Source: an optimization exercise on an open RTL-to-GDS flow (aim: small area, a short achievable clock period and few clock cycles per item). Production flows keep margins and buffers that such runs may drop.
RTL that was checked went through simulation tests only; none was proved equivalent to the original.
Power is estimated from default activity; no workload was simulated.

==> run G: inputs <==
## rs544_decoder
module rs544_decoder (
    input  wire       clk,
    input  wire       rst,
    input  wire       in_valid,
    input  wire [9:0] in_sym,
    output wire       in_ready,
    output wire       err_valid,
    output wire [9:0] err_pos,
    output wire [9:0] err_val,
    output wire       done,
    output wire       done_uncorr,
    output wire       done_marked,
    output wire [4:0] done_nerr
);
export LEC_CHECK = 0
export CAP_MARGIN = 20
export CORE_MARGIN = 2
export CORE_UTILIZATION = 50
export CTS_BUF_LIST = sky130_fd_sc_hd__clkbuf_16
export CTS_CLUSTER_DIAMETER = 80
export CTS_CLUSTER_SIZE = 25
export PLACE_DENSITY = 0.65
export SLEW_MARGIN = 20
export SYNTH_MEMORY_MAX_BITS = 16384
create_clock -name core_clock -period 12.0 [get_ports {clk}]
standard.sh (not shown) runs the stock make flow with config.mk's settings and CLKGATE_MAP_FILE= SYNTH_SCRIPT=/design/flow/synth_recipe.tcl, a recipe that flattens the netlist after the stock synthesis.
==> flow/flow/run.sh <==
#!/bin/bash
# Standard layout, with plain buffers (not delay cells) on the ports.
set -euo pipefail
export BUFFER_PORTS_ARGS="-buffer_cell sky130_fd_sc_hd__buf_4"
bash standard.sh > standard_flow.log 2>&1
==> run R (differences from run G) <==
--- a/flow/design.v
+++ b/flow/design.v
@@ -219,14 +219,15 @@
     reg  [19:0] br [0:8];      
     reg  [9:0] gam, dlt, acc, w, bprev, sa, sb;
     reg  [4:0] L;
     reg  [3:0] wk;
     reg        wv;
     reg        s0one;
     reg        s3_load;
+    reg  [2:0] s3_ldc;         
     reg  [1:0] s3st;
     wire       bm     = (s2st == S2_RUN) && (pr < 6'd30);
     reg        first;          
     reg        c0, c8;         
     reg  [15:0] oh;            
     reg         par;           
     wire [9:0] lam_h0 = first ? {9'd0, c0} : lr[0][9:0];
@@ -234,16 +235,20 @@
     wire [9:0] b_h0   = first ? {9'd0, c0} : br[0][9:0];
     wire [9:0] b_h1   = first ? 10'd0      : br[0][19:10];
     wire [9:0] bp     = c0 ? 10'd0 : bprev;
     wire       cond   = bm && (dlt != 10'd0) && ({L, 1'b0} <= pr);
     wire [9:0] lam_n0 = gf_mul(gam, lam_h0) ^ gf_mul(dlt, bp);
     wire [9:0] lam_n1 = gf_mul(gam, lam_h1) ^ gf_mul(dlt, b_h0);
     wire       wsel   = wv && (ph == {1'b0, wk[3:1]});
-    wire [9:0] b_n0   = bm ? (cond ? lam_h0 : bp)   : ((wsel && !wk[0]) ? w : b_h0);
-    wire [9:0] b_n1   = bm ? (cond ? lam_h1 : b_h0) : ((wsel &&  wk[0]) ? w : b_h1);
+    wire       oclr   = (s2st == S2_RUN) && (pr == 6'd30);
+    wire [9:0] b_n0   = bm ? (cond ? lam_h0 : bp)   : oclr ? 10'd0 : ((wsel && !wk[0]) ? w : b_h0);
+    wire [9:0] b_n1   = bm ? (cond ? lam_h1 : b_h0) : oclr ? 10'd0 : ((wsel &&  wk[0]) ? w : b_h1);
+    wire [4:0] l_fin  = cond ? 5'd30 - L : L;
+    wire       s2_last = (s2st == S2_RUN) &&
+                         ((pr == 6'd29 && (l_fin == 5'd0 || l_fin[4])) || (pr == {1'b0, L} + 6'd30));
     wire [9:0] p0     = gf_mul(lr[8][9:0], sa);
     wire [9:0] p1     = gf_mul(lr[8][19:10], sb);
     wire [9:0] res    = acc ^ p0 ^ p1;
     reg  [4:0] rr_n;
     always @(*) begin
         rr_n = rr;
         if (s2_cap) rr_n = 5'd1;
@@ -304,35 +309,39 @@
         end
     end
     always @(*) begin
         s2st_n = s2st;
         case (s2st)
             S2_IDLE: if (s2_cap) s2st_n = c8 ? S2_RUN : S2_WAIT;
             S2_WAIT: if (c8) s2st_n = S2_RUN;
-            S2_RUN:  if (c8 && pr == 6'd44) s2st_n = S2_DONE;
+            S2_RUN:  if (c8 && s2_last) s2st_n = S2_DONE;
             S2_DONE: if (s3_load) s2st_n = S2_IDLE;
         endcase
     end
     always @(posedge clk) begin
         if (rst) begin
             ph    <= 4'd0;
             c0    <= 1'b1;
             c8    <= 1'b0;
             first <= 1'b0;
             s2st  <= S2_IDLE;
             s2_cap <= 1'b0;
             s3_load <= 1'b0;
+            s3_ldc  <= 3'd0;
         end else begin
             ph <= c8 ? 4'd0 : ph + 4'd1;
             c0 <= c8;
             c8 <= (ph == 4'd7);
             if ((s2st == S2_IDLE && s2_cap && c8) || (s2st == S2_WAIT && c8)) first <= 1'b1;
             else if (c8) first <= 1'b0;
             s3_load <= c8 && !s3_load && (s3st == S3_IDLE) &&
-                       (s2st == S2_DONE || (s2st == S2_RUN && pr == 6'd44));
+                       (s2st == S2_DONE || s2_last);
+            for (k = 0; k < 3; k = k + 1)
+                s3_ldc[k] <= c8 && !s3_ldc[k] && (s3st == S3_IDLE) &&
+                             (s2st == S2_DONE || s2_last);
             s2st   <= s2st_n;
             s2_cap <= s1_full_n && (s2st_n == S2_IDLE);
         end
     end
     localparam [1:0] S3_IDLE = 2'd0, S3_RUN = 2'd1, S3_DRAIN = 2'd2, S3_OUT = 2'd3;
     reg  [9:0] t [0:15];
     reg  [9:0] u [0:14];
@@ -358,17 +367,16 @@
     end
     reg        ev;             
     reg        r1last;
     wire       root   = (lam_sum == 10'd0);
     wire       skip   = mk3 || L3[4] || (L3 == 5'd0);
     wire [4:0] nf_inc = nf + {4'd0, r1v};
     wire       stop   = skip || (nf_inc == L3) || r1last;
-    reg  [9:0] r1pos, r1lo, r1om;
+    reg  [9:0] r1lo, r1om;
     reg        r2v;
-    reg  [9:0] r2pos;
     reg  [4:0] r2p1, r2p0, r2di;
     wire [9:0] ca = r1lo;
     wire [9:0] co = r1om;
     wire [4:0] a1 = ca[9:5], a0 = ca[4:0];
     wire [4:0] o1 = co[9:5], o0 = co[4:0];
     wire [4:0] dd = gf5_mul(a1, a1) ^ gf5_mul(a1, a0) ^ gf5_mul(a0, a0);
     wire [4:0] ddi;
@@ -377,54 +385,47 @@
     wire [4:0] m0 = gf5_mul(o0, a0 ^ a1);
     wire [4:0] m2 = gf5_mul(o0 ^ o1, a0);
     wire [9:0] fval = from_comp({gf5_mul(r2p1, r2di), gf5_mul(r2p0, r2di)});
     reg  [9:0] e_pos [0:14];
     reg  [9:0] e_val [0:14];
     reg        e_shift;        
     reg        o_ev, o_done, o_unc, o_mk;
-    reg  [9:0] o_pos, o_val;
     reg  [4:0] o_nerr;
     always @(posedge clk) begin
+        for (k = 0; k < 8; k = k + 1) begin
+            t[15-2*k] <= s3_ldc[0] ? lr[k][9:0]   : gf_mul(t[15-2*k], chien_step(15-2*k));
+            t[14-2*k] <= s3_ldc[1] ? lr[k][19:10] : gf_mul(t[14-2*k], chien_step(14-2*k));
+        end
+        for (k = 0; k < 7; k = k + 1) begin
+            u[14-2*k] <= s3_ldc[2] ? br[k][9:0]   : gf_mul(u[14-2*k], chien_step(15-2*k));
+            u[13-2*k] <= s3_load   ? br[k][19:10] : gf_mul(u[13-2*k], chien_step(14-2*k));
+        end
+        u[0] <= s3_load ? br[7][9:0] : gf_mul(u[0], chien_step(1));
         if (s3_load) begin
-            for (k = 0; k < 8; k = k + 1) begin
-                t[15-2*k] <= lr[k][9:0];
-                t[14-2*k] <= lr[k][19:10];
-            end
-            for (k = 0; k < 7; k = k + 1) begin
-                u[14-2*k] <= br[k][9:0];
-                u[13-2*k] <= br[k][19:10];
-            end
-            u[0] <= w;
             pcnt  <= 10'd543;
             L3    <= L;
             mk3   <= s0one && (L == 5'd1) && (lr[0][9:0] == 10'd1) && (lr[0][19:10] == 10'h3df);
             nf    <= 5'd0;
         end else begin
-            for (k = 0; k < 16; k = k + 1) t[k] <= gf_mul(t[k], chien_step(k));
-            for (k = 0; k < 15; k = k + 1) u[k] <= gf_mul(u[k], chien_step(k+1));
             pcnt <= pcnt - 10'd1;
             if (s3st == S3_RUN) nf <= nf_inc;
         end
-        r1pos <= pcnt;
         r1lo  <= to_comp(lam_odd);
         r1om  <= to_comp(om_sum);
-        r2pos <= r1pos;
         r2p1  <= m2 ^ m0;
         r2p0  <= m0 ^ m1;
         r2di  <= ddi;
         if (e_shift) begin
-            e_pos[0] <= r2pos;
+            e_pos[0] <= pcnt + 10'd2;    
             e_val[0] <= fval;
             for (k = 1; k < 15; k = k + 1) begin
                 e_pos[k] <= e_pos[k-1];
                 e_val[k] <= e_val[k-1];
             end
         end
-        o_pos <= e_pos[14];
-        o_val <= e_val[14];
     end
     always @(posedge clk) begin
         if (rst) begin
             s3st   <= S3_IDLE;
             r1v    <= 1'b0;
             r1last <= 1'b0;
             ev     <= 1'b0;
@@ -434,46 +435,54 @@
             o_done <= 1'b0;
         end else begin
             r1v    <= ev && !skip && root;
             r1last <= ev && (pcnt == 10'd0);
             ev     <= s3_load || (ev && (s3st == S3_RUN) && !stop && (pcnt != 10'd0));
             r2v    <= r1v;
             e_shift <= r1v || (ocorr && (on != 5'd0) &&
-                               ((s3st == S3_DRAIN) || (s3st == S3_OUT && oi != 4'd14)));
+                               ((s3st == S3_DRAIN) || (s3st == S3_OUT && oi < 4'd13)));
             o_ev   <= 1'b0;
             o_done <= 1'b0;
             case (s3st)
                 S3_IDLE: if (s3_load) s3st <= S3_RUN;
                 S3_RUN: if (stop) begin
                     on    <= skip ? 5'd0 : nf_inc;
                     ocorr <= !mk3 && !L3[4] && (skip || nf_inc == L3);
-                    o_mk  <= mk3;
                     oi    <= 4'd0;
                     s3st  <= S3_DRAIN;
                 end
-                S3_DRAIN: s3st <= S3_OUT;
-                S3_OUT: begin
+                S3_DRAIN: begin
+                    s3st <= S3_OUT;
                     if (ocorr && on != 5'd0) begin
-                        o_ev <= ({1'b0, oi} >= 5'd15 - on);
+                        o_ev <= (on == 5'd15);
+                    end else begin
+                        o_done <= 1'b1;
+                        o_unc  <= !ocorr && !mk3;
+                        o_mk   <= mk3;
+                        o_nerr <= 5'd0;
+                    end
+                end
+                S3_OUT: begin
+                    if (ocorr && on != 5'd0 && oi != 4'd14) begin
                         oi   <= oi + 4'd1;
-                        if (oi == 4'd14) begin
+                        o_ev <= ({1'b0, oi} + 5'd1 >= 5'd15 - on);
+                        if (oi == 4'd13) begin
                             o_done <= 1'b1;
-                            s3st   <= S3_IDLE;
+                            o_unc  <= 1'b0;
+                            o_mk   <= 1'b0;
+                            o_nerr <= on;
                         end
                     end else begin
-                        o_done <= 1'b1;
-                        s3st   <= S3_IDLE;
+                        s3st <= S3_IDLE;
                     end
-                    o_unc  <= !ocorr && !o_mk;
-                    o_nerr <= ocorr ? on : 5'd0;
                 end
             endcase
         end
     end
     assign err_valid   = o_ev;
-    assign err_pos     = o_pos;
-    assign err_val     = o_val;
+    assign err_pos     = e_pos[14];
+    assign err_val     = e_val[14];
     assign done        = o_done;
     assign done_uncorr = o_unc;
     assign done_marked = o_mk;
     assign done_nerr   = o_nerr;
 endmodule
- CTS_CLUSTER_DIAMETER: 80 -> 100
- CTS_CLUSTER_SIZE: 25 -> 30
==> run E (differences from run G) <==
--- a/flow/design.v
+++ b/flow/design.v
@@ -151,45 +151,43 @@
         end
     endfunction
     function [9:0] chien_step;
         input [4:0] idx;
         begin
             case (idx)
                 5'd0: chien_step = 10'h001;
-                5'd1: chien_step = 10'h002;
-                5'd2: chien_step = 10'h004;
-                5'd3: chien_step = 10'h008;
-                5'd4: chien_step = 10'h010;
-                5'd5: chien_step = 10'h020;
-                5'd6: chien_step = 10'h040;
-                5'd7: chien_step = 10'h080;
-                5'd8: chien_step = 10'h100;
-                5'd9: chien_step = 10'h200;
-                5'd10: chien_step = 10'h009;
-                5'd11: chien_step = 10'h012;
-                5'd12: chien_step = 10'h024;
-                5'd13: chien_step = 10'h048;
-                5'd14: chien_step = 10'h090;
-                5'd15: chien_step = 10'h120;
+                5'd1: chien_step = 10'h204;
+                5'd2: chien_step = 10'h102;
+                5'd3: chien_step = 10'h081;
+                5'd4: chien_step = 10'h244;
+                5'd5: chien_step = 10'h122;
+                5'd6: chien_step = 10'h091;
+                5'd7: chien_step = 10'h24c;
+                5'd8: chien_step = 10'h126;
+                5'd9: chien_step = 10'h093;
+                5'd10: chien_step = 10'h24d;
+                5'd11: chien_step = 10'h322;
+                5'd12: chien_step = 10'h191;
+                5'd13: chien_step = 10'h2cc;
+                5'd14: chien_step = 10'h166;
+                5'd15: chien_step = 10'h0b3;
                 default: chien_step = 10'h000;
             endcase
         end
     endfunction
     integer k;
     reg        rdy;
     reg        v1;
     reg  [9:0] d1;
     reg        first1, last1;
     reg  [9:0] icnt;
     reg        s1_full;
     localparam [1:0] S2_IDLE = 2'd0, S2_WAIT = 2'd1, S2_RUN = 2'd2, S2_DONE = 2'd3;
     reg  [1:0] s2st;
-    reg        s2_cap;         
-    reg  [1:0] s2st_n;
-    wire       s1_full_n = (v1 && last1) || (s1_full && !s2_cap);
+    wire       s2_cap = s1_full && (s2st == S2_IDLE);
     wire xfer = in_valid && rdy;
     assign in_ready = rdy;
     always @(posedge clk) begin
         d1     <= in_sym;
         first1 <= (icnt == 10'd0);
         last1  <= (icnt == 10'd543);
         if (rst) begin
@@ -198,15 +196,16 @@
             icnt    <= 10'd0;
             s1_full <= 1'b0;
         end else begin
             v1 <= xfer;
             if (xfer) icnt <= (icnt == 10'd543) ? 10'd0 : icnt + 10'd1;
             if (xfer && icnt == 10'd543 && s2st != S2_IDLE) rdy <= 1'b0;
             else if (s2_cap) rdy <= 1'b1;
-            s1_full <= s1_full_n;
+            if (v1 && last1) s1_full <= 1'b1;
+            else if (s2_cap) s1_full <= 1'b0;
         end
     end
     reg  [9:0] syn [0:29];
     always @(posedge clk) begin
         if (v1)
             for (k = 0; k < 30; k = k + 1)
                 syn[k] <= (first1 ? 10'd0 : gf_mul(syn[k], syn_step(k))) ^ d1;
@@ -223,16 +222,15 @@
     reg        wv;
     reg        s0one;
     reg        s3_load;
     reg  [1:0] s3st;
     wire       bm     = (s2st == S2_RUN) && (pr < 6'd30);
     reg        first;          
     reg        c0, c8;         
-    reg  [15:0] oh;            
-    reg         par;           
+    reg  [6:0] ja, jb;         
     wire [9:0] lam_h0 = first ? {9'd0, c0} : lr[0][9:0];
     wire [9:0] lam_h1 = first ? 10'd0      : lr[0][19:10];
     wire [9:0] b_h0   = first ? {9'd0, c0} : br[0][9:0];
     wire [9:0] b_h1   = first ? 10'd0      : br[0][19:10];
     wire [9:0] bp     = c0 ? 10'd0 : bprev;
     wire       cond   = bm && (dlt != 10'd0) && ({L, 1'b0} <= pr);
     wire [9:0] lam_n0 = gf_mul(gam, lam_h0) ^ gf_mul(dlt, bp);
@@ -245,41 +243,37 @@
     wire [9:0] res    = acc ^ p0 ^ p1;
     reg  [4:0] rr_n;
     always @(*) begin
         rr_n = rr;
         if (s2_cap) rr_n = 5'd1;
         else if (s2st == S2_RUN && c8) rr_n = (pr == 6'd29) ? 5'd0 : rr + 5'd1;
     end
-    reg  [9:0] sa_n, sb_n, xl, xh, yh;
+    reg  [9:0] sa_n, sb_n;
     always @(*) begin
-        xl = 10'd0;
-        xh = 10'd0;
-        yh = 10'd0;
-        for (k = 0; k < 15; k = k + 1) begin
-            xl = xl | (sy[2*k]   & {10{oh[k]}});
-            xh = xh | (sy[2*k+1] & {10{oh[k]}});
-            yh = yh | (sy[2*k+1] & {10{oh[k+1]}});
+        sa_n = 10'd0;
+        sb_n = 10'd0;
+        for (k = 0; k < 30; k = k + 1) begin
+            if (ja == k) sa_n = sy[k];
+            if (jb == k) sb_n = sy[k];
         end
-        sa_n = par ? xh : xl;
-        sb_n = par ? xl : yh;
     end
     always @(posedge clk) begin
         for (k = 0; k < 8; k = k + 1) begin
             lr[k] <= lr[k+1];
             br[k] <= br[k+1];
         end
         lr[8] <= c8 ? 20'd0 : {lam_n1, lam_n0};
         br[8] <= c8 ? 20'd0 : {b_n1, b_n0};
         bprev <= b_h1;
         sa    <= sa_n;
         sb    <= sb_n;
         acc   <= c0 ? 10'd0 : res;
         rr <= rr_n;
-        oh  <= c8 ? (16'd1 << rr_n[4:1]) : {1'b0, oh[15:1]};
-        par <= c8 ? rr_n[0] : par;
+        ja <= c8 ? {2'b00, rr_n} : ja - 7'd2;
+        jb <= c8 ? {2'b00, rr_n} - 7'd1 : jb - 7'd2;
         if (s2_cap) begin
             for (k = 0; k < 30; k = k + 1) sy[k] <= syn[k];
             dlt   <= syn[0];
             s0one <= (syn[0] == 10'd1);
             gam   <= 10'd1;
             L     <= 5'd0;
             pr    <= 6'd0;
@@ -299,47 +293,41 @@
             end else begin
                 w   <= res;
                 wk  <= pr[3:0] - 4'd14;    
                 wv  <= 1'b1;
             end
         end
     end
-    always @(*) begin
-        s2st_n = s2st;
-        case (s2st)
-            S2_IDLE: if (s2_cap) s2st_n = c8 ? S2_RUN : S2_WAIT;
-            S2_WAIT: if (c8) s2st_n = S2_RUN;
-            S2_RUN:  if (c8 && pr == 6'd44) s2st_n = S2_DONE;
-            S2_DONE: if (s3_load) s2st_n = S2_IDLE;
-        endcase
-    end
     always @(posedge clk) begin
         if (rst) begin
             ph    <= 4'd0;
             c0    <= 1'b1;
             c8    <= 1'b0;
             first <= 1'b0;
             s2st  <= S2_IDLE;
-            s2_cap <= 1'b0;
             s3_load <= 1'b0;
         end else begin
             ph <= c8 ? 4'd0 : ph + 4'd1;
             c0 <= c8;
             c8 <= (ph == 4'd7);
             if ((s2st == S2_IDLE && s2_cap && c8) || (s2st == S2_WAIT && c8)) first <= 1'b1;
             else if (c8) first <= 1'b0;
             s3_load <= c8 && !s3_load && (s3st == S3_IDLE) &&
                        (s2st == S2_DONE || (s2st == S2_RUN && pr == 6'd44));
-            s2st   <= s2st_n;
-            s2_cap <= s1_full_n && (s2st_n == S2_IDLE);
+            case (s2st)
+                S2_IDLE: if (s2_cap) s2st <= c8 ? S2_RUN : S2_WAIT;
+                S2_WAIT: if (c8) s2st <= S2_RUN;
+                S2_RUN:  if (c8 && pr == 6'd44) s2st <= S2_DONE;
+                S2_DONE: if (s3_load) s2st <= S2_IDLE;
+            endcase
         end
     end
     localparam [1:0] S3_IDLE = 2'd0, S3_RUN = 2'd1, S3_DRAIN = 2'd2, S3_OUT = 2'd3;
-    reg  [9:0] t [0:15];
-    reg  [9:0] u [0:14];
+    reg  [9:0] t [0:15];       
+    reg  [9:0] u [0:14];       
     reg  [9:0] pcnt;           
     reg  [4:0] L3;
     reg        mk3;
     reg  [4:0] nf;
     reg        r1v;
     reg  [4:0] on;             
     reg        ocorr;
@@ -347,15 +335,15 @@
     reg  [9:0] lam_sum, lam_odd, om_sum;
     always @(*) begin
         lam_sum = 10'd0;
         lam_odd = 10'd0;
         om_sum  = 10'd0;
         for (k = 0; k < 16; k = k + 1) begin
             lam_sum = lam_sum ^ t[k];
-            if (k % 2 == 0) lam_odd = lam_odd ^ t[k];
+            if (k % 2 == 1) lam_odd = lam_odd ^ t[k];
         end
         for (k = 0; k < 15; k = k + 1)
             om_sum = om_sum ^ u[k];
     end
     reg        ev;             
     reg        r1last;
     wire       root   = (lam_sum == 10'd0);
@@ -372,39 +360,40 @@
     wire [4:0] o1 = co[9:5], o0 = co[4:0];
     wire [4:0] dd = gf5_mul(a1, a1) ^ gf5_mul(a1, a0) ^ gf5_mul(a0, a0);
     wire [4:0] ddi;
     rs544_gf_inv u_inv (.a(dd), .y(ddi));
     wire [4:0] m1 = gf5_mul(o1, a1);
     wire [4:0] m0 = gf5_mul(o0, a0 ^ a1);
     wire [4:0] m2 = gf5_mul(o0 ^ o1, a0);
+    assign     e_shift = r2v || ((s3st == S3_OUT) && ocorr && (on != 5'd0));
     wire [9:0] fval = from_comp({gf5_mul(r2p1, r2di), gf5_mul(r2p0, r2di)});
     reg  [9:0] e_pos [0:14];
     reg  [9:0] e_val [0:14];
-    reg        e_shift;        
+    wire       e_shift;
     reg        o_ev, o_done, o_unc, o_mk;
     reg  [9:0] o_pos, o_val;
     reg  [4:0] o_nerr;
     always @(posedge clk) begin
         if (s3_load) begin
             for (k = 0; k < 8; k = k + 1) begin
-                t[15-2*k] <= lr[k][9:0];
-                t[14-2*k] <= lr[k][19:10];
+                t[2*k]   <= lr[k][9:0];
+                t[2*k+1] <= lr[k][19:10];
             end
             for (k = 0; k < 7; k = k + 1) begin
-                u[14-2*k] <= br[k][9:0];
-                u[13-2*k] <= br[k][19:10];
+                u[2*k]   <= br[k][9:0];
+                u[2*k+1] <= br[k][19:10];
             end
-            u[0] <= w;
+            u[14] <= w;
             pcnt  <= 10'd543;
             L3    <= L;
             mk3   <= s0one && (L == 5'd1) && (lr[0][9:0] == 10'd1) && (lr[0][19:10] == 10'h3df);
             nf    <= 5'd0;
         end else begin
             for (k = 0; k < 16; k = k + 1) t[k] <= gf_mul(t[k], chien_step(k));
-            for (k = 0; k < 15; k = k + 1) u[k] <= gf_mul(u[k], chien_step(k+1));
+            for (k = 0; k < 15; k = k + 1) u[k] <= gf_mul(u[k], chien_step(k));
             pcnt <= pcnt - 10'd1;
             if (s3st == S3_RUN) nf <= nf_inc;
         end
         r1pos <= pcnt;
         r1lo  <= to_comp(lam_odd);
         r1om  <= to_comp(om_sum);
         r2pos <= r1pos;
@@ -425,24 +414,21 @@
     always @(posedge clk) begin
         if (rst) begin
             s3st   <= S3_IDLE;
             r1v    <= 1'b0;
             r1last <= 1'b0;
             ev     <= 1'b0;
             r2v    <= 1'b0;
-            e_shift <= 1'b0;
             o_ev   <= 1'b0;
             o_done <= 1'b0;
         end else begin
             r1v    <= ev && !skip && root;
             r1last <= ev && (pcnt == 10'd0);
             ev     <= s3_load || (ev && (s3st == S3_RUN) && !stop && (pcnt != 10'd0));
             r2v    <= r1v;
-            e_shift <= r1v || (ocorr && (on != 5'd0) &&
-                               ((s3st == S3_DRAIN) || (s3st == S3_OUT && oi != 4'd14)));
             o_ev   <= 1'b0;
             o_done <= 1'b0;
             case (s3st)
                 S3_IDLE: if (s3_load) s3st <= S3_RUN;
                 S3_RUN: if (stop) begin
                     on    <= skip ? 5'd0 : nf_inc;
                     ocorr <= !mk3 && !L3[4] && (skip || nf_inc == L3);
==> flow/run.sh (new file) <==
#!/bin/bash
# synth_recipe.tcl (not shown) runs the flow's synth.tcl, then flattens the netlist and writes it again
# the make line also repeats each setting of config.mk as NAME=value (left out here)
make -C /OpenROAD-flow-scripts/flow DESIGN_CONFIG=/design/flow/config.mk WORK_HOME=/design/flow/orfs CLKGATE_MAP_FILE= SYNTH_SCRIPT=/design/flow/synth_recipe.tcl finish
- CTS_BUF_LIST: sky130_fd_sc_hd__clkbuf_16 -> default
- CTS_CLUSTER_DIAMETER: 80 -> default
- CTS_CLUSTER_SIZE: 25 -> default
removed: flow/flow/run.sh
removed: flow/standard.sh
==> run K (differences from run G) <==
- CTS_BUF_LIST: sky130_fd_sc_hd__clkbuf_16 -> sky130_fd_sc_hd__clkbuf_8
- CTS_CLUSTER_DIAMETER: 80 -> 50
- CTS_CLUSTER_SIZE: 25 -> 16
==> qor summary <==
quantity	run K	run R	run E	run G
Result of the run	timing/DRC/antenna clean	timing/DRC/antenna clean	timing/DRC/antenna clean	timing/DRC/antenna clean
Die span in y	404 um	403 um	413 um	404 um
Post-route setup slack	8080 ps	8290 ps	7850 ps	8240 ps
Clock Buffer Count	172	73	260	101
Power of the combinational group	11.9 mW	11.1 mW	15.3 mW	11.9 mW
Period minus WS final	3920 ps	3710 ps	4150 ps	3760 ps
Final critical-path share of the clock period	32.7%	30.9%	34.6%	31.4%
Total clock buffers created by CTS	165	73	183	100
P_sw	9.32 mW	8.52 mW	12.2 mW	9.32 mW
Internal Power	15.6 mW	14.3 mW	19.3 mW	15.6 mW
LEAKAGE	29.1 nW	28.2 nW	32.4 nW	28.9 nW
Fmax achieved	255 MHz	270 MHz	241 MHz	266 MHz
Multi-input logic portion of the cell area	37.2%	38.4%	38.2%	37.3%
Total standard cell area after synthesis	80,000 um^2	79,600 um^2	83,700 um^2	80,000 um^2
Sequential standard cell area	46,500 um^2	45,700 um^2	46,700 um^2	46,500 um^2
Worst reg-to-reg setup slack	8800 ps	8480 ps	8000 ps	8790 ps
Weighted congestion at the end of routability-driven global placement	0.894	0.904	0.978	0.894
Clk sinks	1,836	1,799	1,832	1,836
Drt first-iter violations	4,508	5,060	5,320	4,530
Total design power	25.0 mW	22.9 mW	31.4 mW	24.9 mW
Count of multi-input combinational gates	4,548	4,633	5,045	4,548
Final core area utilization	54.0%	53.0%	55.4%	53.9%
Met1 track demand over resource	31.6%	33.0%	34.2%	31.5%
Testbench counts of run G, summed over its fixed seeds: cycles 75,564, codewords 128.
Testbench counts of run R, summed over its fixed seeds: cycles 75,169, codewords 128.
Testbench counts of run K, summed over its fixed seeds: cycles 75,564, codewords 128.
No functional check of the RTL was part of run E.

## re-timing with driven ports
No port has a modelled driver above. Below, the same layouts with a new extraction and two added sets of constraints.
Step 1 sets driving cells, clkbuf_16 on the clock port and buf_2 on the other inputs (assumed; they add their load-dependent delay and slew).
Step 2 moves the port delays by t, midway between the first and last clock arrival at a register: inputs arrive t later, outputs are due t later. That takes back most of the time a late clock gives input paths.
a / b / c = no drivers / after step 1 / after step 2; a / b = the first two.
run | t (ns) | setup WS [ns] | worst setup path after step 2 | pins driven straight from the clock port
run G | 0.847 | 8.237 / 8.157 / 8.171 | input to register | 1
run R | 0.806 | 8.293 / 8.217 / 8.161 | input to register | 1
run E | 0.891 | 7.847 / 7.769 / 7.398 | input to register | 1
run K | 0.996 | 8.075 / 8.001 / 8.186 | input to register | 1
After both steps every run listed still meets setup and hold. The setup slack of run E, which loses most, moves by -0.078 ns with the drivers and by -0.449 ns with both steps.
